Source: an optimization exercise on an open RTL-to-GDS flow (aim: small area and a short achievable clock period). Production flows keep margins and buffers that such runs may drop.
The RTL was checked by simulation tests, not by an equivalence proof against the original design.
Power figures rest on the tool's default switching activity, not on a simulated workload.

## flt_rank_det
module flt_rank_det (
    input  wire        clk,
    input  wire        rst,
    input  wire        sync,
    input  wire        cfg_rank_en,
    input  wire [4:0]  cfg_win,
    input  wire [4:0]  cfg_k,
    input  wire        cfg_suppress,
    input  wire [15:0] cfg_settle_base,
    input  wire [4:0]  cfg_pk_log2,
    input  wire [4:0]  cfg_rms_log2,
    input  wire [3:0]  cfg_atk,
    input  wire [3:0]  cfg_dcy,
    input  wire        in_valid,
    input  wire [15:0] in_data,
    output reg         out_valid,
    output reg  [15:0] out_data,
    output reg         out_settling,
    output reg         env_valid,
    output wire [15:0] env,
    output reg         env_ok,
    output reg         pk_valid,
    output wire [15:0] pk,
    output wire        pk_ok,
    output reg         rms_valid,
    output wire [15:0] rms,
    output wire        rms_ok
);
==> flow/config.mk <==
export PLATFORM = sky130hd
export DESIGN_NAME = flt_rank_det
export DESIGN_NICKNAME = flt_rank_det
export VERILOG_FILES = /design/flow/design.v
export SDC_FILE = /design/flow/constraint.sdc
export NUM_CORES = 8
export LEC_CHECK = 0
export ABC_AREA = 1
export CAP_MARGIN = 20
export CORE_MARGIN = 2
export CORE_UTILIZATION = 58
export CTS_CLUSTER_DIAMETER = 60
export CTS_CLUSTER_SIZE = 30
export SLEW_MARGIN = 20
==> flow/constraint.sdc <==
create_clock -name core_clock -period 15.0 [get_ports {clk}]
set_input_delay 3.0000 -clock core_clock [delete_from_list [all_inputs] [get_ports {clk}]]
set_output_delay 3.0000 -clock core_clock [all_outputs]
set_load 0.01 [all_outputs]
standard.sh (not shown) runs the stock make flow with config.mk's settings and CLKGATE_MAP_FILE= SYNTH_SCRIPT=/design/flow/synth_recipe.tcl, a recipe that flattens the netlist after the stock synthesis.
==> flow/flow/run.sh <==
#!/bin/bash
# Standard synthesis, then the standard ORFS layout steps with:
# - port buffers of a plain buffer cell (buf_2) rather than the default,
set -euo pipefail
bash standard.sh synth > synth.log 2>&1
bash standard.sh SETUP_SLACK_MARGIN=10.6 TNS_END_PERCENT=100 \
    "BUFFER_PORTS_ARGS=-buffer_cell sky130_fd_sc_hd__buf_2" finish > layout.log 2>&1
Edit:
--- a/flow/design.v
+++ b/flow/design.v
@@ -82,54 +82,57 @@
         integer      k;
         begin
             au = ~a; au[15] = a[15];
             bu = b;  bu[15] = ~b[15];
             c  = eq;
             for (k = 0; k < 16; k = k + 1)
                 c = (au[k] & bu[k]) | (au[k] & c) | (bu[k] & c);
             cmp16 = c;
         end
     endfunction
-    wire zx = xa[15] | (xa == 16'd0);    
-    wire [3:0] dr_x = ((win[2:1] == 2'b01) || (win[2:1] == 2'b11)) ? win : win - 4'd1;
-    reg [3:0] dr0;
-    always @* begin
-        dr0 = dr_x;
-        for (i = 1; i < 15; i = i + 1)
-            if (inw[i])
-                dr0 = dr0 ^ dr[i];
-    end
-    reg [3:0] dr_l;
+    reg [15:0] lv;
+    reg [15:0] lv_nx;
     always @* begin
-        dr_l = 4'd0;
-        for (i = 2; i < 15; i = i + 2)
-            if (inw[i] && (i == 14 || !inw[i+1]))
-                dr_l = dr[i];
+        lv_nx = 16'd0;
+        for (i = 1; i < 14; i = i + 2)
+            if (inw[i+1] && (i == 13 || !inw[i+2]) && vld[i])
+                lv_nx = w[i];
     end
+    wire zx = xa[15] | (xa == 16'd0);    
     reg [13:0] cb;    
     reg [13:0] db;    
     always @* begin
         for (i = 0; i < 14; i = i + 1) begin
             cb[i] = vld[i] ? cmp16(xa, w[i], 1'b1) : zx;
-            db[i] = ((i == 0) ? dr0 : dr[i]) > dr_l;
+            db[i] = vld[i] & cmp16(lv, w[i], 1'b0);
         end
     end
+    wire [3:0] dr_x = ((win[2:1] == 2'b01) || (win[2:1] == 2'b11)) ? win : win - 4'd1;
+    reg [3:0] dr0;
+    always @* begin
+        dr0 = dr_x;
+        for (i = 1; i < 15; i = i + 1)
+            if (inw[i])
+                dr0 = dr0 ^ dr[i];
+    end
     always @(posedge clk) begin
         bv <= bv_en;
         if (r1) begin
             vld  <= 15'd0;
+            lv   <= 16'd0;
             km1  <= (c_k == 5'd0) ? 4'd0 :
                     (c_k > {1'b0, win}) ? win - 4'd1 : c_k[3:0] - 4'd1;
             for (i = 1; i < 15; i = i + 1)
                 dr[i] <= i[3:0];
         end else if (bv_en) begin
             vld   <= {vld[13:0], 1'b1};
+            lv    <= lv_nx;
             dr[1] <= dr0 + {3'd0, cb[0]} - {3'd0, db[0]};
             for (i = 2; i < 15; i = i + 1)
                 dr[i] <= dr[i-1] + {3'd0, cb[i-1]} - {3'd0, db[i-1]};
         end
         if (bv_en) begin
             w[0] <= xa;
             for (i = 1; i < 15; i = i + 1)
                 w[i] <= w[i-1];
         end
     end
After rerunning:
- The changed run finished clean
- design area is higher by 4.8%
- wire length is higher by 17%
- sequential power is about the same
- clock-buffer cell count is higher by 3
- via count is higher by 13%
- critical path depth is lower by 28
- synthesized area is higher by 7.4%
- die area is higher by 7.3%
- cell count is higher by 11%
- power is lower by 4.2%
- synthesized cell count is higher by 14%
- clock power is higher by 13%

[port drivers added, routing unchanged]
In the flow no input, the clock included, has a driving cell. The finished layouts below were timed again as built, in two steps. Step 1: set_driving_cell puts a clkbuf_16 on clk and a buf_2 on each other input, an assumption about the parent block. Step 2 also shifts input and output timing later by t, the mid clock arrival at the registers, as if the neighbouring blocks saw the same clock. Three values: ideal ports, drivers, drivers and shift; two values: the first two.
run | t (ns) | setup WS [ns] | worst setup path after step 2 | clock arrival spread, ns | cell pins on the clock port's net
the first run | 0.702 | 10.634 / 10.586 / 10.352 | input to register | 0.054 / 0.054 | 1
the second run | 0.735 | 10.627 / 10.554 / 10.507 | input to register | 0.037 / 0.038 | 1
After both steps setup and hold are still met in every run listed. For the first run, which loses most, drivers alone change the setup slack by -0.048 ns; drivers and shift together by -0.282 ns.
